Source: an optimization exercise on an open RTL-to-GDS flow (aim: small area, a short achievable clock period and few clock cycles per item). Production flows keep margins and buffers that such runs may drop.
Only simulation tests tie the RTL to the original design; equivalence was not proved.

`flow/config.mk`:
```
export PLATFORM = sky130hd
export DESIGN_NAME = seal_sha256
export DESIGN_NICKNAME = seal_sha256
export VERILOG_FILES = /design/flow/design.v
export SDC_FILE = /design/flow/constraint.sdc
export NUM_CORES = 4
export LEC_CHECK = 0
export CAP_MARGIN = 20
export CORE_MARGIN = 2
export CORE_UTILIZATION = 30
export PLACE_DENSITY = 0.5
export SETUP_SLACK_MARGIN = 5
export SLEW_MARGIN = 20
```
`flow/constraint.sdc`:
```
create_clock -name core_clock -period 10.0 [get_ports {clk}]
set_input_delay 2.0000 -clock core_clock [delete_from_list [all_inputs] [get_ports {clk}]]
set_output_delay 2.0000 -clock core_clock [all_outputs]
set_load 0.01 [all_outputs]
```
`flow/design.v`:
```
module seal_sha256 (
    input  wire         clk,
    input  wire         rst,
    input  wire         in_valid,
    output wire         in_ready,
    input  wire [31:0]  in_data,
    input  wire         in_new,
    output wire         out_valid,
    output wire [255:0] digest
);
    localparam [255:0] IV = {32'h6a09e667, 32'hbb67ae85, 32'h3c6ef372, 32'ha54ff53a,
                             32'h510e527f, 32'h9b05688c, 32'h1f83d9ab, 32'h5be0cd19};
    reg  [5:0]   t;           
    reg          running;     
    reg          cfin;        
    reg          pre;         
    reg          new0;        
    reg          fresh;       
    reg  [3:0]   rot;         
    reg          in_ready_r;
    wire accept = in_valid && in_ready_r;
    wire early  = running && (t >= 6'd1) && (t <= 6'd14);    
    wire fire   = running && (!early || accept);
    wire start  = !running && pre && accept;                  
    wire take0  = accept && !pre && !early;                   
    wire new_eff = new0 || fresh;
    wire last   = running && (t == 6'd0);                     
    wire       running_n = start || (running && !last);
    wire [5:0] t_n       = (start || (fire && !last)) ? t + 6'd1 : t;
    wire       pre_n     = start ? 1'b0 : (take0 ? 1'b1 : pre);
    wire [3:0] rot_n     = (accept || (running && !early)) ? 4'd0 : rot + 4'd1;
    wire       early_n   = running_n && (t_n >= 6'd1) && (t_n <= 6'd14);
    wire       ready_n   = running_n ? (early_n ? (rot_n == 4'd0) : (t_n == 6'd0 && !pre_n))
                                     : (!pre_n || rot_n == 4'd0);
    reg          d_fire, d_start, d_ldiv, d_sfin, d_fin, d_fadd, d_take, d_sched, d_new;
    reg  [1:0]   d_fidx;
    reg  [31:0]  d_k;
    reg  [31:0]  in_reg;
    reg          out_valid_r;
    reg  [31:0]  k_n;
    always @(*) begin
        case (t)
            6'd0:  k_n = 32'h428a2f98; 6'd1:  k_n = 32'h71374491;
            6'd2:  k_n = 32'hb5c0fbcf; 6'd3:  k_n = 32'he9b5dba5;
            6'd4:  k_n = 32'h3956c25b; 6'd5:  k_n = 32'h59f111f1;
            6'd6:  k_n = 32'h923f82a4; 6'd7:  k_n = 32'hab1c5ed5;
            6'd8:  k_n = 32'hd807aa98; 6'd9:  k_n = 32'h12835b01;
            6'd10: k_n = 32'h243185be; 6'd11: k_n = 32'h550c7dc3;
            6'd12: k_n = 32'h72be5d74; 6'd13: k_n = 32'h80deb1fe;
            6'd14: k_n = 32'h9bdc06a7; 6'd15: k_n = 32'hc19bf174;
            6'd16: k_n = 32'he49b69c1; 6'd17: k_n = 32'hefbe4786;
            6'd18: k_n = 32'h0fc19dc6; 6'd19: k_n = 32'h240ca1cc;
            6'd20: k_n = 32'h2de92c6f; 6'd21: k_n = 32'h4a7484aa;
            6'd22: k_n = 32'h5cb0a9dc; 6'd23: k_n = 32'h76f988da;
            6'd24: k_n = 32'h983e5152; 6'd25: k_n = 32'ha831c66d;
            6'd26: k_n = 32'hb00327c8; 6'd27: k_n = 32'hbf597fc7;
            6'd28: k_n = 32'hc6e00bf3; 6'd29: k_n = 32'hd5a79147;
            6'd30: k_n = 32'h06ca6351; 6'd31: k_n = 32'h14292967;
            6'd32: k_n = 32'h27b70a85; 6'd33: k_n = 32'h2e1b2138;
            6'd34: k_n = 32'h4d2c6dfc; 6'd35: k_n = 32'h53380d13;
            6'd36: k_n = 32'h650a7354; 6'd37: k_n = 32'h766a0abb;
            6'd38: k_n = 32'h81c2c92e; 6'd39: k_n = 32'h92722c85;
            6'd40: k_n = 32'ha2bfe8a1; 6'd41: k_n = 32'ha81a664b;
            6'd42: k_n = 32'hc24b8b70; 6'd43: k_n = 32'hc76c51a3;
            6'd44: k_n = 32'hd192e819; 6'd45: k_n = 32'hd6990624;
            6'd46: k_n = 32'hf40e3585; 6'd47: k_n = 32'h106aa070;
            6'd48: k_n = 32'h19a4c116; 6'd49: k_n = 32'h1e376c08;
            6'd50: k_n = 32'h2748774c; 6'd51: k_n = 32'h34b0bcb5;
            6'd52: k_n = 32'h391c0cb3; 6'd53: k_n = 32'h4ed8aa4a;
            6'd54: k_n = 32'h5b9cca4f; 6'd55: k_n = 32'h682e6ff3;
            6'd56: k_n = 32'h748f82ee; 6'd57: k_n = 32'h78a5636f;
            6'd58: k_n = 32'h84c87814; 6'd59: k_n = 32'h8cc70208;
            6'd60: k_n = 32'h90befffa; 6'd61: k_n = 32'ha4506ceb;
            6'd62: k_n = 32'hbef9a3f7; default: k_n = 32'hc67178f2;
        endcase
    end
    always @(posedge clk) begin
        if (rst) begin
            t           <= 6'd0;
            running     <= 1'b0;
            cfin        <= 1'b0;
            pre         <= 1'b0;
            fresh       <= 1'b1;
            rot         <= 4'd0;
            in_ready_r  <= 1'b1;
            d_fire      <= 1'b0;
            d_start     <= 1'b0;
            d_ldiv      <= 1'b0;
            d_fin       <= 1'b0;
            d_fadd      <= 1'b0;
            out_valid_r <= 1'b0;
        end else begin
            t           <= t_n;
            running     <= running_n;
            cfin        <= last;
            pre         <= pre_n;
            rot         <= rot_n;
            in_ready_r  <= ready_n;
            if (start)
                fresh <= 1'b0;
            d_fire      <= fire;
            d_start     <= start;
            d_ldiv      <= start && new_eff;
            d_fin       <= cfin;
            d_fadd      <= (running && (t == 6'd62 || t == 6'd63 || t == 6'd0)) || cfin;
            out_valid_r <= d_fin;
        end
        if (take0)
            new0 <= in_new;
        d_sfin  <= cfin;
        d_new   <= new_eff;
        d_take  <= accept;
        d_sched <= running && !early;
        d_fidx  <= cfin ? 2'd0 : (t[1:0] == 2'd2 ? 2'd3 : (t[1:0] == 2'd3 ? 2'd2 : 2'd1));
        d_k     <= k_n;
        in_reg  <= in_data;
    end
    reg  [31:0]  a, b, c, d, e, f, g, hh;
    reg  [31:0]  kwh;         
    reg  [31:0]  w [0:15];    
    reg  [31:0]  hA [0:3];    
    reg  [31:0]  hE [0:3];    
    reg          newblk;      
    assign in_ready  = in_ready_r;
    assign out_valid = out_valid_r;
    assign digest    = {hA[0], hA[1], hA[2], hA[3], hE[0], hE[1], hE[2], hE[3]};
    wire [31:0] s1_e = {e[5:0], e[31:6]} ^ {e[10:0], e[31:11]} ^ {e[24:0], e[31:25]};
    wire [31:0] ch   = (e & f) ^ (~e & g);
    wire [31:0] s0_a = {a[1:0], a[31:2]} ^ {a[12:0], a[31:13]} ^ {a[21:0], a[31:22]};
    wire [31:0] maj  = (a & b) ^ (a & c) ^ (b & c);
    wire [31:0] e_new = d + kwh + ch + s1_e;
    wire [31:0] a_new = kwh + ch + maj + s1_e + s0_a;
    wire [31:0] ws0   = {w[1][6:0], w[1][31:7]} ^ {w[1][17:0], w[1][31:18]} ^ (w[1] >> 3);
    wire [31:0] ws1   = {w[14][16:0], w[14][31:17]} ^ {w[14][18:0], w[14][31:19]} ^ (w[14] >> 10);
    wire [31:0] w_new = ws1 + w[9] + ws0 + w[0];
    reg  [31:0] ivA, ivE;
    always @(*) begin
        case (d_fidx)
            2'd3:    begin ivA = IV[159:128]; ivE = IV[31:0];  end
            2'd2:    begin ivA = IV[191:160]; ivE = IV[63:32]; end
            2'd1:    begin ivA = IV[223:192]; ivE = IV[95:64]; end
            default: begin ivA = IV[255:224]; ivE = IV[127:96]; end
        endcase
    end
    wire [31:0] sumA = (newblk ? ivA : hA[3]) + a;
    wire [31:0] sumE = (newblk ? ivE : hE[3]) + e;
    wire [31:0] kp = d_start ? (d_new ? IV[31:0] : (d_sfin ? hE[2] : hh)) : g;
    wire [31:0] kwh_new = kp + d_k + w[15];
    integer i;
    always @(posedge clk) begin
        if (d_start)
            newblk <= d_new;
        if (d_fire || d_start)
            kwh <= kwh_new;
        for (i = 0; i < 15; i = i + 1)
            w[i] <= w[i + 1];
        w[15] <= d_take ? in_reg : (d_sched ? w_new : w[0]);
        if (d_fadd) begin
            hA[0] <= sumA; hA[1] <= hA[0]; hA[2] <= hA[1]; hA[3] <= hA[2];
            hE[0] <= sumE; hE[1] <= hE[0]; hE[2] <= hE[1]; hE[3] <= hE[2];
        end
        if (d_fire) begin
            hh <= g;
            g  <= f;
            f  <= e;
            e  <= e_new;
            d  <= c;
            c  <= b;
            b  <= a;
            a  <= a_new;
        end else if (d_ldiv) begin
            {a, b, c, d, e, f, g, hh} <= IV;
        end else if (d_fin) begin
            {a, b, c, d, e, f, g, hh} <= {sumA, hA[0], hA[1], hA[2], sumE, hE[0], hE[1], hE[2]};
        end
    end
endmodule
```
`flow/run.sh`:
```
#!/bin/bash
# synth_recipe.tcl (not shown) runs the flow's synth.tcl, then flattens the netlist and writes it again
# the make line also repeats each setting of config.mk as NAME=value (left out here)
make -C /OpenROAD-flow-scripts/flow DESIGN_CONFIG=/design/flow/config.mk WORK_HOME=/design/flow/orfs CLKGATE_MAP_FILE= SYNTH_SCRIPT=/design/flow/synth_recipe.tcl finish
```
==> impl_metrics.yaml, run 1 <==
synth:
  synthFlopType: "dfxtp_1"
  ys_ff_latch: 1149
  postSynth.asyncResetShare_pct: 0
  ys_types: 95
  syn_area_per_cell_um2: 11.57
  syn-instance-count: 4769
  synth-edff-count: 546
  ys.warnings.count: 4
  yosysSeqAreaShare_pct: 51.60
  synth.cell_area_um2: 55170
  synth_nets: 5275
worst_hold_path:
  holdCritPathClass: "reg -> reg"
  worst_hold_path.endpoint: "w[6][24]"
  min_path_cells: 0
  min-delay-start: "w[7][24]"
floorplan:
  die_y_um: 432.8
  die-area_um2: 187400
  core_area_um2: 182900
  pin_count: 294
  die_x_um: 432.8
  start_util_pct: 30.17
  fp-row-count: 157
timing:
  worstMarginPinSlew_ns: 1.115
  timing.slew.headroom_pct: 25.68
  setup_viol: 0
  period_needed_ns: 5.128
  finalHoldWorstSlack_ns: 0.3125
  drv_slew: 0
  clock.fmax_mhz: 195.0
  tns_ns: 0
  setup_slack_ns: 4.872
  finClkSkew_ns: 0.04354
  period_share_pct: 51.28
  rsz0062_at_grt: "yes"
  hold_violations: 0
detailed_routing:
  avgViaCountPerCell: 4.932
  ant_nets: 0
  drt_pass1_iterations: 5
  vias: 37710
  wl_per_cell_um: 25.09
  drt_iter0_markers: 3424
  drt_wl_total_um: 191800
  drc: 0
setup_path:
  crit_chain: "xnor2_2, xor2_2, fa_1, fa_1, inv_1, fa_1, ha_2, buf_6, a211oi_2, nor2_2, o41a_4, a41oi_4, o21ai_4, a2111o_1, a21oi_2, xnor2_1, a22o_1"
  cp.required_ns: 10.52
  cp-end-kind: "register"
  criticalPathCategory: "reg -> reg"
  critical_path.max_stage_delay_ns: 0.50
  crit_fanout: 5
  regToRegEndpoint: "a[28]"
  crit_path_frequent_cell: "fa_1"
  reg2reg_from: "e[26]"
  worstSetupStartpoint: "e[26]"
  r2r_slack_ns: 4.87
  crit_slowest_cell: "edfxtp_1"
  r2r.worst_path.cells: 17
  crit_path_start_kind: "register"
  crit_arrival_ns: 5.65
grt:
  antenna_found_initial: 14
  grt-ovfl-total: 0
  grt_start_max_net_pins: 108
  grt_pass1_vias: 37220
  grt_pass1_wl_um: 271000
  track_usage_pct: 20.16
clocking:
  clock-sinks: 1149
  clk_latency_ns: 0.80
  cts_tree: "yes"
  cts_hold_buf: 0
  cts_max_level: 4
  clockBufferDepth: 3
  cts_made_buffers: 132
  clk_pin_slew_ns: 0.06
  clockRootBuffer: "clkbuf_16"
placed_design:
  hpwl_um: 146200
  place_ws_ns: 3.977
  place.gp.congestion: 0.9356
  port-buffer-count: 293
  dp.cells: 7347
cells_and_area:
  n_fill_cell: 18080
  drive_above_1_share_pct: 9.094
  instances_no_fill: 7645
  final_cell_mix: "594 x dfxtp_1, 551 x inv_1, 546 x edfxtp_1"
  regMostFlops: "w"
  syn2layout_area_growth_pct: 19.93
  largest_register_ffs: 512
  fin_nets: 5574
  reg.largest.list: "w x512, hA x128, hE x128"
  layout_commonest_cell: "dfxtp_1"
status:
  outcome: "timing/DRC/antenna clean"
job:
  cap_violations: 0
## area by class of cell
class | instances | area, µm² | share of cell area [%]
Clock buffer | 176 | 3705 | 5.599
Sequential cell | 1149 | 28480 | 43.05
Multi-Input combinational cell | 2837 | 24150 | 36.50
Antenna cell | 2 | 5.005 | 0.007564
Inverter | 556 | 2092 | 3.162
Timing Repair Buffer | 392 | 3730 | 5.637
Clock inverter | 69 | 919.6 | 1.390
Tap cell | 2464 | 3083 | 4.659
## kinds of logic after synthesis
group                    Yosys count  share of synthesized area, %
flip-flops                      1149                         51.60
AO/OA/AOI/OAI                   1134                         14.07
buffers and inverters            783                         5.404
AND/OR/NAND/NOR                  696                         5.867
adder cells (fa/ha/maj)          501                         14.62
XOR/XNOR                         410                         6.509
multiplexers                      96                         1.932
## what timing repair did
action	CTS	global route
endpoints found under the setup margin	79	40
resized for setup	52	49
setup buffers	32	19
pin swaps	13	22
## layer usage
metal	part of all wire [%]	global-route usage (%)	wire [µm]
met1	44	27.29	84320
met2	48	32.87	91220
met3	5.3	3.245	10140
met4	3.2	6.334	6162
met5	0	0	0
## cells in the mapped netlist (11+ instances only)
cell	n	share of area, %
inv_1	553	3.8
a21oi_1	241	2.2
ha_1	220	5.0
o21bai_1	31	0.42
dfxtp_1	603	22
a21o_1	89	1.2
o211ai_1	25	0.34
and2_1	21	0.24
clkbuf_1	203	1.4
or2_2	15	0.17
o22a_1	111	1.8
nand2_1	196	1.3
nor3_1	58	0.53
a211oi_1	34	0.46
o21ai_0	240	2.2
a22o_1	95	1.5
and3_1	15	0.17
xor2_1	104	1.7
o22ai_1	26	0.29
o21ai_1	11	0.10
mux2_2	33	0.67
nand4_1	14	0.16
or3_1	16	0.18
buf_1	16	0.11
nor2b_1	33	0.37
a311oi_1	13	0.21
mux2i_1	57	1.0
o31ai_1	23	0.31
edfxtp_1	546	30
nand3_1	48	0.44
maj3_1	31	0.56
nor2_1	223	1.5
a31oi_1	32	0.36
nand2b_1	18	0.20
xnor2_1	306	4.9
fa_1	250	9.1
o21a_1	46	0.63
## critical path: cells and delay by family, from the launching register on
kind,cells,cell delay (ns)
AO/OA/AOI/OAI,7,1.81
buffers and inverters,2,0.17
AND/OR/NAND/NOR,1,0.09
flip-flops,1,0.50
adder cells (fa/ha/maj),4,1.63
XOR/XNOR,3,0.67
## worst max path at each step
stage            end  slack [ns]  cells past startpoint
3_5_place_dp   a[30]        3.98                     16
5_1_grt        e[29]        4.73                     18
3_3_place_gp   a[30]        4.04                     16
6_report       a[28]        4.87                     17
4_1_cts        a[28]        4.95                     17
2_1_floorplan  e[29]        5.27                     18
## metrics by stage
step | utilization (%) | area, µm²
floorplan | - | 55180
global placement | 33.19 | 60710
detailed placement | 33.19 | 60710
CTS | 35.99 | 65830
global route | 36.18 | 66160
finish | 36.18 | 66170
Testbench counts, summed over its fixed seeds: cycles 33,312, blocks 512.
==> run 2, diff against run 1 <==
--- a/flow/design.v
+++ b/flow/design.v
@@ -128,8 +128,18 @@
     wire [31:0] ch   = (e & f) ^ (~e & g);
     wire [31:0] s0_a = {a[1:0], a[31:2]} ^ {a[12:0], a[31:13]} ^ {a[21:0], a[31:22]};
     wire [31:0] maj  = (a & b) ^ (a & c) ^ (b & c);
-    wire [31:0] e_new = d + kwh + ch + s1_e;
-    wire [31:0] a_new = kwh + ch + maj + s1_e + s0_a;
+    wire [31:0] ex_s = d ^ kwh ^ ch;
+    wire [31:0] ex_c = (d & kwh) | (d & ch) | (kwh & ch);
+    wire [31:0] ey_s = ex_s ^ {ex_c[30:0], 1'b0} ^ s1_e;
+    wire [31:0] ey_c = (ex_s & {ex_c[30:0], 1'b0}) | (ex_s & s1_e) | ({ex_c[30:0], 1'b0} & s1_e);
+    wire [31:0] e_new = ey_s + {ey_c[30:0], 1'b0};
+    wire [31:0] ax_s = kwh ^ ch ^ maj;
+    wire [31:0] ax_c = (kwh & ch) | (kwh & maj) | (ch & maj);
+    wire [31:0] ay_s = ax_s ^ {ax_c[30:0], 1'b0} ^ s1_e;
+    wire [31:0] ay_c = (ax_s & {ax_c[30:0], 1'b0}) | (ax_s & s1_e) | ({ax_c[30:0], 1'b0} & s1_e);
+    wire [31:0] az_s = ay_s ^ {ay_c[30:0], 1'b0} ^ s0_a;
+    wire [31:0] az_c = (ay_s & {ay_c[30:0], 1'b0}) | (ay_s & s0_a) | ({ay_c[30:0], 1'b0} & s0_a);
+    wire [31:0] a_new = az_s + {az_c[30:0], 1'b0};
     wire [31:0] ws0   = {w[1][6:0], w[1][31:7]} ^ {w[1][17:0], w[1][31:18]} ^ (w[1] >> 3);
     wire [31:0] ws1   = {w[14][16:0], w[14][31:17]} ^ {w[14][18:0], w[14][31:19]} ^ (w[14] >> 10);
     wire [31:0] w_new = ws1 + w[9] + ws0 + w[0];
--- a/flow/config.mk
+++ b/flow/config.mk
@@ -7,7 +7,7 @@
 export LEC_CHECK = 0
 export CAP_MARGIN = 20
 export CORE_MARGIN = 2
-export CORE_UTILIZATION = 30
-export PLACE_DENSITY = 0.5
+export CORE_UTILIZATION = 60
+export PLACE_DENSITY = 0.75
 export SETUP_SLACK_MARGIN = 5
 export SLEW_MARGIN = 20
==> impl_metrics.yaml, run 2 <==
synth:
  syn_area_per_cell_um2: 11.52
  yosys.area.top_type: "edfxtp_1"
  synthFlopType: "dfxtp_1"
  synthTopCellsByArea: "edfxtp_1 30%, dfxtp_1 22%, fa_1 9.2%"
  synth.most_common_cell: "dfxtp_1"
  ys_ff_latch: 1149
  yosysSeqAreaShare_pct: 52.11
  synth.cell_area_um2: 54630
  postSynth.asyncResetShare_pct: 0
  syn-instance-count: 4743
  ys.warnings.count: 4
  synth_nets: 5245
  synth_top_area_share_pct: 30.01
  ys_types: 80
  synth_commonest_cells: "603 x dfxtp_1, 546 x edfxtp_1, 520 x inv_1"
  synth-edff-count: 546
floorplan:
  die_x_um: 305.8
  die_y_um: 305.8
  pin_count: 294
  die-area_um2: 93490
  fp-row-count: 110
  core_area_um2: 90150
  start_util_pct: 60.60
grt:
  grt_pass1_vias: 36780
  grt-ovfl-total: 0
  grt_start_max_net_pins: 146
  track_usage_pct: 35.20
  antenna_found_initial: 10
  grt_pass1_wl_um: 242100
detailed_routing:
  drt_wl_total_um: 165900
  wl_met1_um: 70050
  dr_wl_met2_um: 70320
  vias: 38820
  avgViaCountPerCell: 6.144
  drt_pass1_iterations: 6
  ant_nets: 0
  wl_per_cell_um: 26.26
  top_layer_used: "met5"
  drt_iter0_markers: 5314
  drc: 0
  dr_wl_met3_um: 20530
placed_design:
  place_area_um2: 58530
  port-buffer-count: 293
  place_ws_ns: 4.338
  hpwl_um: 123100
  place.gp.congestion: 1.000
timing:
  period_share_pct: 49.09
  rsz0062_at_grt: "yes"
  hold_violations: 0
  drv_slew: 0
  setup_slack_ns: 5.091
  finClkSkew_ns: 0.06160
  period_needed_ns: 4.909
  worstMarginPinSlew_ns: 1.160
  setup_viol: 0
  timing.slew.headroom_pct: 22.09
  clock.fmax_mhz: 203.7
  tns_ns: 0
cells_and_area:
  n_fill_cell: 6600
  final_cell_mix: "591 x dfxtp_1, 546 x edfxtp_1, 520 x inv_1"
  largest_register_ffs: 512
  syn2layout_area_growth_pct: 15.98
  fin_nets: 5543
  drive_above_1_share_pct: 8.372
  layout_commonest_cell: "dfxtp_1"
  regMostFlops: "w"
  reg.largest.list: "w x512, hA x128, hE x128"
  finalInstanceArea_um2: 63360
job:
  cap_violations: 0
clocking:
  clk_latency_ns: 0.75
  clockBufferDepth: 3
  cts_max_level: 3
  clk_pin_slew_ns: 0.07
  cts_made_buffers: 112
  clockRootBuffer: "clkbuf_16"
  cts_tree: "yes"
  cts_hold_buf: 0
  clock-sinks: 1149
setup_path:
  r2r.worst_path.cells: 17
  crit_arrival_ns: 5.32
  criticalPathCategory: "reg -> reg"
  worstSetupStartpoint: "a[15]"
  worstSetupEndpoint: "a[30]"
  crit_path_start_kind: "register"
  cp-end-kind: "register"
  cp.required_ns: 10.42
  r2r_slack_ns: 5.09
  reg2reg_from: "a[15]"
  regToRegEndpoint: "a[30]"
  crit_fanout: 7
status:
  outcome: "timing/DRC/antenna clean"
worst_hold_path:
  holdCritPathClass: "reg -> reg"
run 2: changes by cell type after synthesis, sizes merged, moves of 15 or more:
cell,previous run,this run
nand2b,18,35
xnor2,306,324
o21ai,252,286
inv,553,521
maj3,31,1
mux2,34,19
mux2i,57,72
a21o,90,118
run 2: how the worst min path moves through the flow:
stage / start / endpoint / slack (ns) / depth (start not counted)
after floorplan: w[11][0] / w[10][0] / 0.31 / 0
final: w[10][30] / w[9][30] / 0.30 / 0
after global routing: w[11][28] / w[10][28] / 0.31 / 0
after global placement: w[2][25] / w[1][25] / 0.31 / 0
after CTS: w[10][30] / w[9][30] / 0.29 / 0
after detailed placement: w[2][10] / w[1][10] / 0.31 / 0
run 2: layout make-up:
type                    count  area, µm²  area share [%]
diodes                      7      17.52         0.02764
clock buffers             139       3037           4.792
clock inverters            70      797.0           1.258
inverters                 526       1978           3.122
multi-input cells        2845      23720           37.44
flip-flops and latches   1149      28490           44.96
well taps                1176       1471           2.322
repair buffers            407       3851           6.078
run 2: logic make-up after synthesis:
logic type	after synthesis	synth area share (%)
muxes	96	1.917
DFF	1149	52.11
xor gates and xnor gates	419	6.717
adders and majority gates	467	14.13
AOI/OAI and AO/OA	1150	14.02
buffers and inverters	749	5.148
and+or+nand+nor	713	5.970
run 2: stage by stage:
stage	hold slack [ns]	util (%)	std cells
2_1_floorplan	0.3096	-	4743
3_3_place_gp	0.3097	64.93	6026
3_5_place_dp	0.3121	64.93	6026
4_1_cts	0.2922	69.50	6257
5_1_grt	0.3072	70.27	6312
6_report	0.2956	70.29	6319
run 2: worst max-delay path: stages, from the launching register on:
cell      delay (ns)
edfxtp_1        0.69
a21o_1          0.19
o21ai_1         0.15
fa_1            0.55
inv_1           0.05
fa_1            0.52
fa_1            0.42
ha_1            0.38
a21o_1          0.20
a21oi_1         0.14
nor2_1          0.06
nor2_1          0.20
o22ai_1         0.15
a21oi_2         0.29
o21ai_2         0.14
a21boi_1        0.18
xor2_1          0.18
a21oi_1         0.08
run 2: metal layers:
| metal | up-vias | track usage [%] |
|---|---|---|
| met4 | 2 | 9.944 |
| met3 | 299 | 9.325 |
| li1 | 17040 | - |
| met2 | 2262 | 50.40 |
| met5 | - | 0 |
| met1 | 19220 | 52.75 |
run 2: what timing repair did:
item / in CTS / in global routing
setup endpoints to repair: 43 / 50
setup buffers: 22 / 55
pin swaps: 5 / 25
resized for setup: 39 / 73
Testbench counts of run 2, summed over its fixed seeds: cycles 33,312, blocks 512.
==> run 3, diff against run 2 <==
--- a/flow/design.v
+++ b/flow/design.v
@@ -32,10 +32,9 @@
     wire       early_n   = running_n && (t_n >= 6'd1) && (t_n <= 6'd14);
     wire       ready_n   = running_n ? (early_n ? (rot_n == 4'd0) : (t_n == 6'd0 && !pre_n))
                                      : (!pre_n || rot_n == 4'd0);
-    reg          d_fire, d_start, d_ldiv, d_sfin, d_fin, d_fadd, d_take, d_sched, d_new;
+    reg          d_fire, d_start, d_ldiv, d_sfin, d_fin, d_fadd, d_new;
     reg  [1:0]   d_fidx;
     reg  [31:0]  d_k;
-    reg  [31:0]  in_reg;
     reg          out_valid_r;
     reg  [31:0]  k_n;
     always @(*) begin
@@ -109,13 +108,10 @@
             new0 <= in_new;
         d_sfin  <= cfin;
         d_new   <= new_eff;
-        d_take  <= accept;
-        d_sched <= running && !early;
         d_fidx  <= cfin ? 2'd0 : (t[1:0] == 2'd2 ? 2'd3 : (t[1:0] == 2'd3 ? 2'd2 : 2'd1));
         d_k     <= k_n;
-        in_reg  <= in_data;
     end
-    reg  [31:0]  a, b, c, d, e, f, g, hh;
+    reg  [31:0]  a, b, c, d, e, f, g;    
     reg  [31:0]  kwh;         
     reg  [31:0]  w [0:15];    
     reg  [31:0]  hA [0:3];    
@@ -154,8 +150,8 @@
     end
     wire [31:0] sumA = (newblk ? ivA : hA[3]) + a;
     wire [31:0] sumE = (newblk ? ivE : hE[3]) + e;
-    wire [31:0] kp = d_start ? (d_new ? IV[31:0] : (d_sfin ? hE[2] : hh)) : g;
-    wire [31:0] kwh_new = kp + d_k + w[15];
+    wire [31:0] kp = d_start ? (d_new ? IV[31:0] : (d_sfin ? hE[2] : hE[3])) : g;
+    wire [31:0] kwh_new = kp + d_k + w[14];
     integer i;
     always @(posedge clk) begin
         if (d_start)
@@ -164,13 +160,12 @@
             kwh <= kwh_new;
         for (i = 0; i < 15; i = i + 1)
             w[i] <= w[i + 1];
-        w[15] <= d_take ? in_reg : (d_sched ? w_new : w[0]);
+        w[15] <= accept ? in_data : ((running && !early) ? w_new : w[0]);
         if (d_fadd) begin
             hA[0] <= sumA; hA[1] <= hA[0]; hA[2] <= hA[1]; hA[3] <= hA[2];
             hE[0] <= sumE; hE[1] <= hE[0]; hE[2] <= hE[1]; hE[3] <= hE[2];
         end
         if (d_fire) begin
-            hh <= g;
             g  <= f;
             f  <= e;
             e  <= e_new;
@@ -179,9 +174,9 @@
             b  <= a;
             a  <= a_new;
         end else if (d_ldiv) begin
-            {a, b, c, d, e, f, g, hh} <= IV;
+            {a, b, c, d, e, f, g} <= IV[255:32];
         end else if (d_fin) begin
-            {a, b, c, d, e, f, g, hh} <= {sumA, hA[0], hA[1], hA[2], sumE, hE[0], hE[1], hE[2]};
+            {a, b, c, d, e, f, g} <= {sumA, hA[0], hA[1], hA[2], sumE, hE[0], hE[1]};
         end
     end
 endmodule
==> flow/flow/run.sh (new file) <==
#!/bin/bash
# The standard layout, with each port buffered by the smallest buffer
# (sky130_fd_sc_hd__buf_1) instead of the one buffer_ports picks by default.
set -euo pipefail
export BUFFER_PORTS_ARGS="-buffer_cell sky130_fd_sc_hd__buf_1"
bash standard.sh > standard_flow.log 2>&1
==> flow/standard.sh (new file) <==
#!/bin/bash
# synth_recipe.tcl (not shown) runs the flow's synth.tcl, then flattens the netlist and writes it again
# the make line also repeats each setting of config.mk as NAME=value (left out here)
make -C /OpenROAD-flow-scripts/flow DESIGN_CONFIG=/design/flow/config.mk WORK_HOME=/design/flow/orfs CLKGATE_MAP_FILE= SYNTH_SCRIPT=/design/flow/synth_recipe.tcl "${@:-finish}"
removed: flow/run.sh
==> impl_metrics.yaml, run 3 <==
setup_path:
  crit_path_start_kind: "register"
  criticalPathCategory: "reg -> reg"
  crit_arrival_ns: 5.39
  worstSetupStartpoint: "newblk"
  cp.required_ns: 10.45
  regToRegEndpoint: "e[30]"
  reg2reg_from: "newblk"
  worstSetupEndpoint: "e[30]"
  cp-end-kind: "register"
  r2r_slack_ns: 5.06
  r2r.worst_path.cells: 15
  crit_fanout: 34
cells_and_area:
  finalInstanceArea_um2: 59360
  syn2layout_area_growth_pct: 12.75
  utilization_pct: 68.32
  regMostFlops: "w"
  reg.largest.list: "w x512, hA x128, hE x128"
  final_cell_mix: "550 x dfxtp_1, 514 x edfxtp_1, 510 x inv_1"
  n_fill_cell: 6353
  ff_latch_area_um2: 26860
  multiInputGateArea_um2: 23440
  instances_no_fill: 6187
  drive_above_1_share_pct: 8.070
  layout_commonest_cell: "dfxtp_1"
  largest_register_ffs: 512
  fin_nets: 5443
synth:
  yosys.area.top_type: "edfxtp_1"
  synthTopCellsByArea: "edfxtp_1 29%, dfxtp_1 22%, fa_1 9.5%"
  synth_commonest_cells: "569 x dfxtp_1, 514 x edfxtp_1, 510 x inv_1"
  ys.warnings.count: 4
  synth-edff-count: 514
  syn-instance-count: 4654
  synthFlopType: "dfxtp_1"
  yosysSeqAreaShare_pct: 50.95
  synth_top_area_share_pct: 29.32
  syn_area_per_cell_um2: 11.31
  synth_nets: 5156
  ys_ff_latch: 1083
  synth.cell_area_um2: 52650
  postSynth.asyncResetShare_pct: 0
  synth.most_common_cell: "dfxtp_1"
  ys_types: 77
timing:
  setup_viol: 0
  period_share_pct: 49.41
  hold_violations: 0
  setup_slack_ns: 5.059
  clock.fmax_mhz: 202.4
  rsz0062_at_grt: "yes"
  timing.slew.headroom_pct: 25.03
  drv_slew: 0
  finClkSkew_ns: 0.04927
  period_needed_ns: 4.941
  worstMarginPinSlew_ns: 1.117
  tns_ns: 0
detailed_routing:
  avgViaCountPerCell: 6.015
  wl_per_cell_um: 26.79
  ant_nets: 0
  drt_iter0_markers: 3620
  drt_pass1_iterations: 8
  drc: 0
  drt_wl_total_um: 165700
  vias: 37210
floorplan:
  start_util_pct: 60.59
  core_area_um2: 86890
  die-area_um2: 90130
  pin_count: 294
  die_x_um: 300.2
  fp-row-count: 108
  die_y_um: 300.2
grt:
  grt_pass1_wl_um: 241300
  antenna_found_initial: 8
  busiest_layer: "met2"
  grt_start_max_net_pins: 130
  grt_util_met3_pct: 5.333
  grt_pass1_vias: 36960
  track_usage_pct: 36.71
  grtUsageMet1_pct: 48.44
  met2_usage_pct: 59.21
  grt-ovfl-total: 0
clocking:
  clk_latency_ns: 0.73
  cts_hold_buf: 0
  cts_made_buffers: 105
  clockBufferDepth: 3
  cts_tree: "yes"
  clk_pin_slew_ns: 0.07
  clock-sinks: 1083
  cts_max_level: 3
  clockRootBuffer: "clkbuf_16"
placed_design:
  port-buffer-count: 293
  place.gp.congestion: 0.9644
  place_area_um2: 54730
  place_ws_ns: 4.386
  dp.cells: 5923
  hpwl_um: 122900
worst_hold_path:
  holdCritPathClass: "reg -> reg"
status:
  outcome: "timing/DRC/antenna clean"
job:
  cap_violations: 0
## run 3: final cells by class
| cell class | instances | area share, % |
|---|---|---|
| diodes | 1 | 0.004216 |
| clock buffers | 133 | 4.932 |
| flip-flops and latches | 1083 | 45.25 |
| well taps | 1155 | 2.435 |
| repair buffers | 402 | 3.280 |
| inverters | 517 | 3.276 |
| clock inverters | 64 | 1.332 |
| multi-input cells | 2832 | 39.49 |
## run 3: repair_timing
| item | 4_1_cts | 5_1_grt |
|---|---|---|
| resized for setup | 48 | 52 |
| setup endpoints to repair | 46 | 38 |
| pin swaps | 9 | 13 |
| setup buffers | 26 | 40 |
## run 3: kinds of logic after synthesis
kind of cell | Yosys count | share of synthesized area, %
AOI/OAI and AO/OA | 1136 | 14.25
xor gates and xnor gates | 426 | 7.087
adders and majority gates | 467 | 14.66
buffers and inverters | 739 | 5.269
DFF | 1083 | 50.95
muxes | 68 | 1.364
and+or+nand+nor | 735 | 6.412
## run 3: worst min-delay path by stage
stage,start,endpoint,cells past startpoint
after floorplan,w[11][0],w[10][0],0
after global placement,w[5][13],w[4][13],0
after detailed placement,w[15][8],w[14][8],0
after CTS,w[13][7],w[12][7],0
after global routing,w[11][10],w[10][10],0
final,w[13][7],w[12][7],0
## run 3: per-layer routing
layer / part of all wire (%) / vias up
li1: - / 16640
met1: 39 / 18270
met2: 47 / 1916
met3: 8.1 / 390
met4: 6.2 / 6
met5: 0.025 / -
## run 3: worst max-delay path, cell delays in order (launching register included)
cell and delay, ns:
edfxtp_1 0.40, buf_4 0.30, nand2b_1 0.61, o21ai_0 0.21, ha_1 0.29, fa_1 0.46, a211oi_1 0.43, o21ba_4 0.24
o32ai_2 0.13, a211o_1 0.37, a21o_1 0.23, a221o_1 0.41, a311oi_2 0.27, xnor2_1 0.12, o21ai_1 0.12, o21ai_1 0.09
## run 3: metrics by stage
stage,hold slack (ns)
4_1_cts,0.3130
6_report,0.3153
2_1_floorplan,0.3096
3_5_place_dp,0.3121
3_3_place_gp,0.3096
5_1_grt,0.3262
Testbench counts of run 3, summed over its fixed seeds: cycles 33,312, blocks 512.
==> run 4, diff against run 3 <==
--- a/flow/config.mk
+++ b/flow/config.mk
@@ -8,6 +8,9 @@
 export CAP_MARGIN = 20
 export CORE_MARGIN = 2
 export CORE_UTILIZATION = 60
+export CTS_BUF_LIST = sky130_fd_sc_hd__clkbuf_8
+export CTS_CLUSTER_DIAMETER = 40
+export CTS_CLUSTER_SIZE = 16
 export PLACE_DENSITY = 0.75
 export SETUP_SLACK_MARGIN = 5
 export SLEW_MARGIN = 20
==> impl_metrics.yaml, run 4 <==
clocking:
  cts_hold_buf: 0
  cts_max_level: 4
  clk_latency_ns: 0.88
  cts_made_buffers: 139
  clockRootBuffer: "clkbuf_8"
  clockBufferDepth: 3
  clock-sinks: 1083
  cts_tree: "yes"
  clk_pin_slew_ns: 0.09
detailed_routing:
  avgViaCountPerCell: 5.975
  drt_iter0_markers: 3812
  wl_per_cell_um: 26.33
  drt_wl_total_um: 164300
  drc: 0
  ant_nets: 0
  vias: 37290
  drt_pass1_iterations: 7
setup_path:
  crit_arrival_ns: 5.56
  criticalPathCategory: "reg -> reg"
  path_buf_inv: 2
  critical_path.max_stage_delay_ns: 0.52
  crit_path_start_kind: "register"
  cp.required_ns: 10.60
  crit_chain: "mux2i_4, fa_1, fa_1, inv_1, fa_1, ha_2, inv_1, fa_2, nor2b_4, o2111ai_2, nand3_2, nand2_2, a211o_1, a211o_1, o31ai_2, xnor2_1, a22o_1"
  crit_slowest_cell: "fa_1"
  r2r_slack_ns: 5.04
  reg2reg_from: "e[1]"
  crit_family: "adder cells"
  r2r.worst_path.cells: 17
  regToRegEndpoint: "a[31]"
  cp-end-kind: "register"
  worstSetupEndpoint: "a[31]"
  worstSetupStartpoint: "e[1]"
  crit_fanout: 3
  cp.depth: 17
  crit_path_frequent_cell: "fa_1"
synth:
  syn_area_per_cell_um2: 11.31
  synth_nets: 5156
  postSynth.asyncResetShare_pct: 0
  synthTopCellsByArea: "edfxtp_1 29%, dfxtp_1 22%, fa_1 9.5%"
  synth.most_common_cell: "dfxtp_1"
  synth.cell_area_um2: 52650
  ys_types: 77
  synthFlopType: "dfxtp_1"
  synth_top_area_share_pct: 29.32
  synth_commonest_cells: "569 x dfxtp_1, 514 x edfxtp_1, 510 x inv_1"
  ys.warnings.count: 4
  yosysSeqAreaShare_pct: 50.95
  yosys.area.top_type: "edfxtp_1"
  synth-edff-count: 514
  syn-instance-count: 4654
  ys_ff_latch: 1083
cells_and_area:
  utilization_pct: 67.54
  layout_commonest_cell: "dfxtp_1"
  syn2layout_area_growth_pct: 11.46
  drive_above_1_share_pct: 9.152
  largest_register_ffs: 512
  reg.largest.list: "w x512, hA x128, hE x128"
  final_cell_mix: "549 x dfxtp_1, 527 x inv_1, 514 x edfxtp_1"
  fin_nets: 5478
  regMostFlops: "w"
timing:
  drv_slew: 0
  setup_viol: 0
  timing.slew.headroom_pct: 29.75
  finClkSkew_ns: 0.06859
  tns_ns: 0
  period_share_pct: 49.61
  hold_violations: 0
  period_needed_ns: 4.961
  clock.fmax_mhz: 201.6
  worstMarginPinSlew_ns: 1.054
  rsz0062_at_grt: "yes"
grt:
  grt_start_max_net_pins: 130
  grt_pass1_wl_um: 238100
  grt-ovfl-total: 0
  antenna_found_initial: 7
  grt_pass1_vias: 36390
  track_usage_pct: 36.42
floorplan:
  die-area_um2: 90130
  core_area_um2: 86890
  fp-row-count: 108
  die_y_um: 300.2
  die_x_um: 300.2
  pin_count: 294
  start_util_pct: 60.59
job:
  cap_violations: 0
worst_hold_path:
  holdCritPathClass: "reg -> reg"
placed_design:
  port-buffer-count: 293
  hpwl_um: 122900
  place.gp.congestion: 0.9644
status:
  outcome: "timing/DRC/antenna clean"
==> run 4: cell types whose count changed in the layout (fill, tap and decap cells not counted), moves of 7 or more <==
cell and delta:
clkbuf_8 +133, clkbuf_16 -109, inv_1 +17, clkbuf_1 -13
inv_6 +12, clkinv_8 +9, inv_8 +7
==> run 4: layout make-up <==
type / count / area, µm²
fillers: 6516 / 28210
flip-flops and latches: 1083 / 26860
multi-input cells: 2832 / 23500
clock buffers: 144 / 1982
repair buffers: 403 / 1954
inverters: 517 / 1944
well taps: 1155 / 1445
clock inverters: 102 / 979.7
diodes: 5 / 12.51
==> run 4: worst register-to-register path, delay by kind of cell, from the launching register on <==
kind	cells	cell delay, ns
adders and majority gates	5	2.08
xor gates and xnor gates	1	0.09
DFF	1	0.43
and+or+nand+nor	3	0.39
muxes	1	0.30
AOI/OAI and AO/OA	5	1.30
buffers and inverters	2	0.11
==> run 4: through the flow <==
step / std cells / setup WS [ns] / hold slack [ns] / cell area (µm²)
2_1_floorplan: 4654 / 5.142 / 0.3096 / 52650
3_3_place_gp: 5923 / 4.415 / 0.3096 / 54730
3_5_place_dp: 5923 / 4.386 / 0.3121 / 54730
4_1_cts: 6192 / 4.952 / 0.2931 / 58030
5_1_grt: 6238 / 4.941 / 0.3018 / 58670
6_report: 6241 / 5.039 / 0.2960 / 58680
==> run 4: worst min-delay path by stage <==
stage	cells after the start	endpoint	slack, ns	startpoint
after CTS	0	w[7][3]	0.29	w[8][3]
final	0	w[7][3]	0.30	w[8][3]
after global placement	0	w[4][13]	0.31	w[5][13]
after detailed placement	0	w[14][8]	0.31	w[15][8]
after floorplan	0	w[10][0]	0.31	w[11][0]
after global routing	0	w[9][3]	0.30	w[10][3]
==> run 4: metal layers <==
metal	wire, µm	track usage, %
met5	0	0
met4	9750	18.75
met3	13010	5.839
met2	76510	58.40
met1	65040	48.19
==> run 4: cells by family after synthesis <==
| group | Yosys count | share of synthesized area (%) |
|---|---|---|
| AOI/OAI and AO/OA | 1136 | 14.25 |
| xor gates and xnor gates | 426 | 7.087 |
| adders and majority gates | 467 | 14.66 |
| buffers and inverters | 739 | 5.269 |
| DFF | 1083 | 50.95 |
| muxes | 68 | 1.364 |
| and+or+nand+nor | 735 | 6.412 |
==> run 4: what timing repair did <==
item                       CTS  global route
setup endpoints to repair   45            41
resized for setup           50            65
setup buffers               23            44
pin swaps                   10            17
==> run 5, diff against run 4 <==
==> flow/flow/run.sh (replaced) <==
#!/bin/bash
# The standard layout, with two changes to how it is made:
#  - each port is buffered by the smallest buffer (sky130_fd_sc_hd__buf_1)
#    instead of the one buffer_ports picks by default;
#  - timing repair aims for a setup slack of 5.5 ns at the 10 ns clock.
set -euo pipefail
export BUFFER_PORTS_ARGS="-buffer_cell sky130_fd_sc_hd__buf_1"
export SETUP_SLACK_MARGIN=5.5
bash standard.sh > standard_flow.log 2>&1
--- a/flow/config.mk
+++ b/flow/config.mk
@@ -12,5 +12,4 @@
 export CTS_CLUSTER_DIAMETER = 40
 export CTS_CLUSTER_SIZE = 16
 export PLACE_DENSITY = 0.75
-export SETUP_SLACK_MARGIN = 5
 export SLEW_MARGIN = 20
==> impl_metrics.yaml, run 5 <==
grt:
  antenna_found_initial: 5
  grt_pass1_vias: 38220
  grt-ovfl-total: 0
  track_usage_pct: 39.41
  grt_start_max_net_pins: 159
  grt_pass1_wl_um: 255400
synth:
  synthAdderAreaFrac_pct: 14.66
  syn_area_per_cell_um2: 11.31
  synth_top_family_by_area: "adder cells"
  synthTopCellsByArea: "edfxtp_1 29%, dfxtp_1 22%, fa_1 9.5%"
  synth_top_area_share_pct: 29.32
  synth_simple_gate_area_share_pct: 6.412
  postSynth.asyncResetShare_pct: 0
  synth_commonest_cells: "569 x dfxtp_1, 514 x edfxtp_1, 510 x inv_1"
  synth-edff-count: 514
  yosysSeqAreaShare_pct: 50.95
  synth_xor_area_share_pct: 7.087
  muxShareOfSynthArea_pct: 1.364
  synth_compound_area_share_pct: 14.25
  syn-instance-count: 4654
  synthFlopType: "dfxtp_1"
  ys_types: 77
  synth.most_common_cell: "dfxtp_1"
  synth_nets: 5156
  yosys.area.top_type: "edfxtp_1"
  synth.cell_area_um2: 52650
  ys.warnings.count: 4
  ys_ff_latch: 1083
setup_path:
  regToRegEndpoint: "a[28]"
  cp.required_ns: 10.62
  r2r.worst_path.cells: 16
  crit_family: "adder cells"
  path_buf_inv: 1
  critical_path.max_stage_delay_ns: 0.53
  crit_chain: "mux2i_2, fa_1, fa_1, inv_1, fa_1, ha_4, o21a_1, o21ai_2, o31ai_4, o21ai_2, or3_4, a31oi_4, a221oi_4, o21bai_1, xor2_1, a22o_1"
  crit_fanout: 5
  criticalPathCategory: "reg -> reg"
  r2r_slack_ns: 5.13
  crit_path_start_kind: "register"
  reg2reg_from: "e[6]"
  crit_slowest_cell: "fa_1"
  crit_arrival_ns: 5.49
  crit_path_frequent_cell: "fa_1"
  cp-end-kind: "register"
cells_and_area:
  ff_latch_area_um2: 26960
  n_fill_cell: 6142
  utilization_pct: 69.62
  regMostFlops: "w"
  layout_commonest_cell: "dfxtp_1"
  instances_no_fill: 6325
  syn2layout_area_growth_pct: 14.90
  drive_above_1_share_pct: 13.62
  largest_register_ffs: 512
  finalInstanceArea_um2: 60490
  reg.largest.list: "w x512, hA x128, hE x128"
  fin_nets: 5562
  multiInputGateArea_um2: 24430
  final_cell_mix: "521 x dfxtp_1, 514 x edfxtp_1, 513 x inv_1"
detailed_routing:
  vias: 39430
  drc: 0
  drt_wl_total_um: 182400
  ant_nets: 0
  avgViaCountPerCell: 6.235
  drt_iter0_markers: 4656
  drt_pass1_iterations: 8
  wl_per_cell_um: 28.84
clocking:
  cts_made_buffers: 135
  clock-sinks: 1083
  clk_pin_slew_ns: 0.09
  cts_tree: "yes"
  cts_max_level: 4
  cts_hold_buf: 0
  clockBufferDepth: 3
  clockRootBuffer: "clkbuf_8"
  clk_latency_ns: 0.89
floorplan:
  fp-row-count: 108
  die_y_um: 300.2
  start_util_pct: 60.59
  core_area_um2: 86890
  die_x_um: 300.2
  pin_count: 294
  die-area_um2: 90130
worst_hold_path:
  worst_hold_path.endpoint: "w[11][13]"
  holdCritPathClass: "reg -> reg"
  min-delay-start: "w[12][13]"
  min_path_cells: 0
placed_design:
  place_area_um2: 54800
  hpwl_um: 131900
  dp.cells: 5918
  port-buffer-count: 293
  place.gp.congestion: 1.006
status:
  outcome: "timing/DRC/antenna clean"
timing:
  finClkSkew_ns: 0.05581
  rsz0062_at_grt: "yes"
  finalHoldWorstSlack_ns: 0.2993
  setup_viol: 0
  hold_violations: 0
  timing.slew.headroom_pct: 20.38
  worstMarginPinSlew_ns: 1.194
  clock.fmax_mhz: 205.4
  period_share_pct: 48.69
  drv_slew: 0
  period_needed_ns: 4.869
  tns_ns: 0
job:
  cap_violations: 0
==> run 5: cell counts after synthesis <==
Identical to the previous run, type by type.
==> run 5: how the worst max path moves through the flow <==
stage | start | end | slack [ns] | depth (start not counted)
3_3_place_gp | newblk | a[28] | 4.64 | 16
3_5_place_dp | newblk | a[28] | 4.49 | 16
2_1_floorplan | a[1] | a[31] | 5.32 | 19
6_report | e[6] | a[28] | 5.13 | 16
4_1_cts | e[1] | a[31] | 5.18 | 17
5_1_grt | c[3] | a[15] | 5.03 | 19
==> run 5: area by class of cell <==
| class | count | share of cell area, % |
|---|---|---|
| Clock inverter | 106 | 1.766 |
| Tap cell | 1155 | 2.389 |
| Inverter | 517 | 3.229 |
| Clock buffer | 139 | 3.162 |
| Timing Repair Buffer | 491 | 4.499 |
| Multi-Input combinational cell | 2832 | 40.38 |
| Antenna cell | 2 | 0.008273 |
| Sequential cell | 1083 | 44.56 |
==> run 5: layer usage <==
metal | routed length, µm | global-route usage, % | part of all wire [%] | vias to the layer above
met4 | 11610 | 21.15 | 6.4 | 2
met5 | 13 | 0 | 0.0071 | -
met2 | 81620 | 60.60 | 45 | 2554
li1 | - | - | - | 16930
met3 | 19760 | 9.430 | 11 | 572
met1 | 69410 | 51.94 | 38 | 19380
==> run 5: logic make-up (layout without fill, tap and decap cells) <==
family,after synthesis,count (layout)
AO/OA/AOI/OAI,1136,1136
flip-flops,1083,1083
buffers and inverters,739,1253
AND/OR/NAND/NOR,735,735
adder cells (fa/ha/maj),467,467
XOR/XNOR,426,426
multiplexers,68,68
other,0,2
==> run 5: timing repair <==
| action | 4_1_cts | 5_1_grt |
|---|---|---|
| pin swaps | 50 | 76 |
| gates resized for setup | 167 | 180 |
| cloned | 0 | 2 |
| endpoints found under the setup margin | 109 | 65 |
| buffers inserted | 79 | 79 |
==> run 5: metrics by stage <==
stage               setup slack, ns
CTS                           5.182
floorplan                     5.323
global route                  5.028
global placement              4.642
detailed placement            4.493
finish                        5.131
==> run 6, diff against run 5 <==
==> flow/flow/run.sh (replaced) <==
#!/bin/bash
# The standard layout, with two changes to how it is made:
#  - each port is buffered by the smallest buffer (sky130_fd_sc_hd__buf_1)
#    instead of the one buffer_ports picks by default;
#  - timing repair aims for a setup slack of 5.25 ns at the 10 ns clock.
set -euo pipefail
export BUFFER_PORTS_ARGS="-buffer_cell sky130_fd_sc_hd__buf_1"
export SETUP_SLACK_MARGIN=5.25
bash standard.sh > standard_flow.log 2>&1
==> impl_metrics.yaml, run 6 <==
setup_path:
  crit_path_frequent_cell: "fa_1"
  cp.required_ns: 10.60
  crit_slowest_cell: "fa_1"
  crit_chain: "mux2i_4, fa_1, fa_1, inv_1, fa_1, ha_2, inv_2, fa_2, nor2b_4, o2111ai_2, nand3_2, nand2_4, a211o_1, buf_6, a21oi_4, nand4_1, a41oi_2, xnor2_1, a2bb2oi_1"
  crit_fanout: 3
  criticalPathCategory: "reg -> reg"
  crit_path_start_kind: "register"
  critical_path.max_stage_delay_ns: 0.53
  cp-end-kind: "register"
  crit_arrival_ns: 5.43
placed_design:
  dp.cells: 5915
  place.gp.congestion: 0.9998
  port-buffer-count: 293
  hpwl_um: 120100
timing:
  drv_slew: 0
  period_needed_ns: 4.830
  tns_ns: 0
  rsz0062_at_grt: "yes"
  period_share_pct: 48.30
  worstMarginPinSlew_ns: 1.172
  finClkSkew_ns: 0.06586
  timing.slew.headroom_pct: 21.89
  clock.fmax_mhz: 207.0
  hold_violations: 0
  setup_viol: 0
grt:
  antenna_found_initial: 5
  grt_start_max_net_pins: 148
  track_usage_pct: 36.08
  grt_pass1_vias: 36720
  grt-ovfl-total: 0
  grt_pass1_wl_um: 237300
synth:
  synthFlopType: "dfxtp_1"
  yosysSeqAreaShare_pct: 50.95
  ys_ff_latch: 1083
  synth_compound_area_share_pct: 14.25
  synthAdderAreaFrac_pct: 14.66
  muxShareOfSynthArea_pct: 1.364
  synth_nets: 5156
  synth-edff-count: 514
  synth_commonest_cells: "569 x dfxtp_1, 514 x edfxtp_1, 510 x inv_1"
  synth.most_common_cell: "dfxtp_1"
  syn-instance-count: 4654
  syn_area_per_cell_um2: 11.31
  synth_top_family_by_area: "adder cells"
  synthTopCellsByArea: "edfxtp_1 29%, dfxtp_1 22%, fa_1 9.5%"
  yosys.area.top_type: "edfxtp_1"
  synth_top_area_share_pct: 29.32
  synth_xor_area_share_pct: 7.087
  synth_simple_gate_area_share_pct: 6.412
  synth.cell_area_um2: 52650
  ys_types: 77
  ys.warnings.count: 4
  postSynth.asyncResetShare_pct: 0
cells_and_area:
  fin_nets: 5506
  layout_commonest_cell: "dfxtp_1"
  final_cell_mix: "536 x dfxtp_1, 520 x inv_1, 514 x edfxtp_1"
  syn2layout_area_growth_pct: 12.80
  largest_register_ffs: 512
  instances_no_fill: 6269
  reg.largest.list: "w x512, hA x128, hE x128"
  regMostFlops: "w"
  drive_above_1_share_pct: 10.51
  n_fill_cell: 6528
floorplan:
  pin_count: 294
  die-area_um2: 90130
  core_area_um2: 86890
  die_x_um: 300.2
  start_util_pct: 60.59
  die_y_um: 300.2
  fp-row-count: 108
clocking:
  clock-sinks: 1083
  clk_latency_ns: 0.89
  cts_tree: "yes"
  clockRootBuffer: "clkbuf_8"
  clockBufferDepth: 3
  cts_made_buffers: 136
  clk_pin_slew_ns: 0.09
  cts_max_level: 4
job:
  cap_violations: 0
detailed_routing:
  drt_iter0_markers: 4252
  ant_nets: 0
  wl_per_cell_um: 26.03
  drt_pass1_iterations: 5
  vias: 37640
  drc: 0
  drt_wl_total_um: 163200
  avgViaCountPerCell: 6.004
status:
  outcome: "timing/DRC/antenna clean"
worst_hold_path:
  holdCritPathClass: "reg -> reg"
-- run 6: cell counts after synthesis --
Identical to the previous run, type by type.
-- run 6: area by class of cell --
| class | count | area, µm² | area share [%] |
|---|---|---|---|
| flip-flops and latches | 1083 | 26890 | 45.28 |
| clock inverters | 98 | 1142 | 1.924 |
| multi-input cells | 2832 | 23730 | 39.96 |
| repair buffers | 434 | 2215 | 3.729 |
| diodes | 4 | 10.01 | 0.01686 |
| well taps | 1155 | 1445 | 2.434 |
| inverters | 517 | 1946 | 3.276 |
| clock buffers | 146 | 2009 | 3.384 |
-- run 6: metal layers --
layer / vias up / track usage, % / routed length, µm
li1: 16780 / - / -
met5: - / 0 / 0
met1: 18530 / 48.15 / 64880
met4: 0 / 18.68 / 9817
met2: 1923 / 57.40 / 75300
met3: 417 / 5.709 / 13200
-- run 6: repair_timing --
item / in CTS / in global routing
pin swaps: 33 / 45
hold buffers: 0 / 0
resized for setup: 105 / 73
gates cloned: 0 / 0
endpoints found under the setup margin: 84 / 41
setup buffers: 75 / 31
-- run 6: worst max-delay path: cells and delay by family, from the launching register on --
family	cells	cell delay, ns
AO/OA/AOI/OAI	5	0.85
multiplexers	1	0.30
adder cells (fa/ha/maj)	5	2.10
flip-flops	1	0.44
buffers and inverters	3	0.23
AND/OR/NAND/NOR	4	0.50
XOR/XNOR	1	0.16
-- run 6: cells by family after synthesis --
kind of cell               Yosys count
muxes                               68
AOI/OAI and AO/OA                 1136
DFF                               1083
buffers and inverters              739
xor gates and xnor gates           426
adders and majority gates          467
and+or+nand+nor                    735
-- run 6: metrics by stage --
step	hold WS [ns]	utilization, %	worst slack (ns)	area (µm²)
detailed placement	0.3121	62.93	4.380	54680
global route	0.3045	68.34	5.039	59380
floorplan	0.3096	-	5.249	52680
global placement	0.3095	62.93	4.541	54680
CTS	0.2943	67.68	5.144	58800
finish	0.2962	68.35	5.170	59380
-- run 6: worst paths after layout --
path,start,end,slack (ns),depth (start not counted)
setup / recovery,e[1],a[29],5.17,19
hold / removal,w[15][3],w[14][3],0.30,0
setup reg to reg,e[1],a[29],5.17,19
hold reg to reg,w[15][3],w[14][3],0.30,0
==> run 7, diff against run 6 <==
--- a/flow/config.mk
+++ b/flow/config.mk
@@ -9,7 +9,7 @@
 export CORE_MARGIN = 2
 export CORE_UTILIZATION = 60
 export CTS_BUF_LIST = sky130_fd_sc_hd__clkbuf_8
-export CTS_CLUSTER_DIAMETER = 40
-export CTS_CLUSTER_SIZE = 16
+export CTS_CLUSTER_DIAMETER = 50
+export CTS_CLUSTER_SIZE = 20
 export PLACE_DENSITY = 0.75
 export SLEW_MARGIN = 20
==> impl_metrics.yaml, run 7 <==
synth:
  synth_compound_area_share_pct: 14.25
  yosys.area.top_type: "edfxtp_1"
  synth.cell_area_um2: 52650
  synth_simple_gate_area_share_pct: 6.412
  postSynth.asyncResetShare_pct: 0
  synthFlopType: "dfxtp_1"
  synthAdderAreaFrac_pct: 14.66
  synth_commonest_cells: "569 x dfxtp_1, 514 x edfxtp_1, 510 x inv_1"
  synthTopCellsByArea: "edfxtp_1 29%, dfxtp_1 22%, fa_1 9.5%"
  synth_nets: 5156
  synth.most_common_cell: "dfxtp_1"
  synth_top_family_by_area: "adder cells"
  syn-instance-count: 4654
  muxShareOfSynthArea_pct: 1.364
  synth_top_area_share_pct: 29.32
  ys.warnings.count: 4
  ys_ff_latch: 1083
  yosysSeqAreaShare_pct: 50.95
  ys_types: 77
  syn_area_per_cell_um2: 11.31
  synth_xor_area_share_pct: 7.087
  synth-edff-count: 514
status:
  outcome: "timing/DRC/antenna clean"
setup_path:
  path_buf_inv: 2
  crit_family: "compound AO/OA/AOI/OAI gates"
  r2r.worst_path.cells: 15
  crit_path_start_kind: "register"
  cp.required_ns: 10.66
  crit_path_frequent_cell: "o21ai_0"
  cp.depth: 15
  crit_arrival_ns: 5.41
  crit_slowest_cell: "a211oi_1"
  crit_chain: "buf_12, nand2_1, o21ai_0, ha_1, o21a_1, a21oi_2, a211oi_1, o211ai_1, buf_4, a211oi_1, o21ai_0, o21ai_0, xor2_1, nor2_1, a21oi_1"
  cp-end-kind: "register"
  criticalPathCategory: "reg -> reg"
  critical_path.max_stage_delay_ns: 0.65
  crit_fanout: 72
grt:
  grt_pass1_vias: 36290
  grt_start_max_net_pins: 148
  grt_pass1_wl_um: 235300
  track_usage_pct: 35.65
  grt-ovfl-total: 0
  antenna_found_initial: 4
cells_and_area:
  reg.largest.list: "w x512, hA x128, hE x128"
  n_fill_cell: 6611
  finalInstanceArea_um2: 58700
  fin_nets: 5472
  drive_above_1_share_pct: 9.796
  final_cell_mix: "538 x dfxtp_1, 515 x inv_1, 514 x edfxtp_1"
  syn2layout_area_growth_pct: 11.50
  layout_commonest_cell: "dfxtp_1"
  regMostFlops: "w"
  largest_register_ffs: 512
placed_design:
  place_area_um2: 54680
  port-buffer-count: 293
  place.gp.congestion: 0.9998
  hpwl_um: 120100
timing:
  period_share_pct: 47.58
  drv_slew: 0
  tns_ns: 0
  finClkSkew_ns: 0.08625
  rsz0062_at_grt: "yes"
  period_needed_ns: 4.758
  worstMarginPinSlew_ns: 1.177
  clock.fmax_mhz: 210.2
  timing.slew.headroom_pct: 21.50
  setup_viol: 0
  finalHoldWorstSlack_ns: 0.2962
  hold_violations: 0
clocking:
  clk_pin_slew_ns: 0.11
  cts_max_level: 3
  clockRootBuffer: "clkbuf_8"
  cts_hold_buf: 0
  clk_latency_ns: 0.85
  clockBufferDepth: 3
  clock-sinks: 1083
  cts_tree: "yes"
  cts_made_buffers: 104
floorplan:
  core_area_um2: 86890
  die_x_um: 300.2
  die_y_um: 300.2
  start_util_pct: 60.59
  pin_count: 294
  die-area_um2: 90130
  fp-row-count: 108
detailed_routing:
  vias: 37320
  drt_pass1_iterations: 6
  ant_nets: 0
  drt_iter0_markers: 3840
  drt_wl_total_um: 161500
  wl_per_cell_um: 26.02
  drc: 0
  avgViaCountPerCell: 6.011
worst_hold_path:
  min_path_cells: 0
  holdCritPathClass: "reg -> reg"
job:
  cap_violations: 0
[run 7: area by class of cell]
type                            count  area, µm²  area share [%]
Tap cell                         1155       1445           2.462
Timing Repair Buffer              432       2172           3.700
Antenna cell                        1      2.502        0.004263
Inverter                          517       1946           3.315
Clock buffer                      105       1445           2.462
Clock inverter                     84       1037           1.767
Multi-Input combinational cell   2832      23760           40.48
Sequential cell                  1083      26890           45.81
[run 7: kinds of logic after synthesis]
kind of cell / after synthesis
adders and majority gates: 467
AOI/OAI and AO/OA: 1136
muxes: 68
buffers and inverters: 739
and+or+nand+nor: 735
xor gates and xnor gates: 426
DFF: 1083
[run 7: worst register-to-register path, cell delays in order (launching register included)]
cell and delay [ns]:
edfxtp_1 0.53, buf_12 0.30, nand2_1 0.44, o21ai_0 0.28, ha_1 0.44, o21a_1 0.19
a21oi_2 0.09, a211oi_1 0.65, o211ai_1 0.15, buf_4 0.19, a211oi_1 0.43, o21ai_0 0.24
o21ai_0 0.24, xor2_1 0.22, nor2_1 0.07, a21oi_1 0.14
[run 7: routing by layer]
| metal | part of all wire, % | global-route usage (%) |
|---|---|---|
| met5 | 0 | 0 |
| met4 | 6.1 | 17.96 |
| met3 | 7.8 | 5.485 |
| met2 | 46 | 56.81 |
| met1 | 40 | 47.79 |
[run 7: final timing paths]
kind	from	endpoint	slack [ns]
min reg2reg	w[2][30]	w[1][30]	0.30
max	newblk	a[30]	5.24
max reg2reg	newblk	a[30]	5.24
min	w[2][30]	w[1][30]	0.30
[run 7: repair_timing]
action	CTS	global route
pin swaps	32	38
setup endpoints to repair	85	37
resized for setup	105	82
buffers inserted	73	31
[run 7: through the flow]
stage / setup WS [ns] / std cells / utilization [%]
2_1_floorplan: 5.249 / 4654 / -
3_3_place_gp: 4.541 / 5915 / 62.93
3_5_place_dp: 4.380 / 5915 / 62.93
4_1_cts: 5.188 / 6177 / 66.87
5_1_grt: 5.094 / 6209 / 67.56
6_report: 5.242 / 6209 / 67.56

port drivers added, routing unchanged:
In the flow no input, the clock included, has a driving cell. The finished layouts below were timed again as built, in two steps.
Step 1, drivers: a clkbuf_16 drives clk and a buf_2 each remaining input, both assumed.
Step 2 moves the port delays by t, midway between the first and last clock arrival at a register: inputs arrive t later, outputs are due t later. That takes back most of the time a late clock gives input paths.
Slacks: ideal ports / drivers / drivers and shift; pairs: ideal ports / drivers.
run | t, ns | setup slack, ns | pins driven straight from the clock port
run 1 | 0.864 | 4.872 / 4.872 / 4.872 | 1
run 2 | 0.786 | 5.091 / 5.091 / 5.091 | 1
run 3 | 0.780 | 5.059 / 5.059 / 5.059 | 1
run 4 | 0.917 | 5.039 / 5.039 / 5.039 | 1
run 5 | 0.943 | 5.131 / 5.131 / 5.131 | 1
run 6 | 0.927 | 5.170 / 5.170 / 5.170 | 1
run 7 | 0.880 | 5.242 / 5.242 / 5.242 | 1
After both steps every run listed still meets setup and hold.
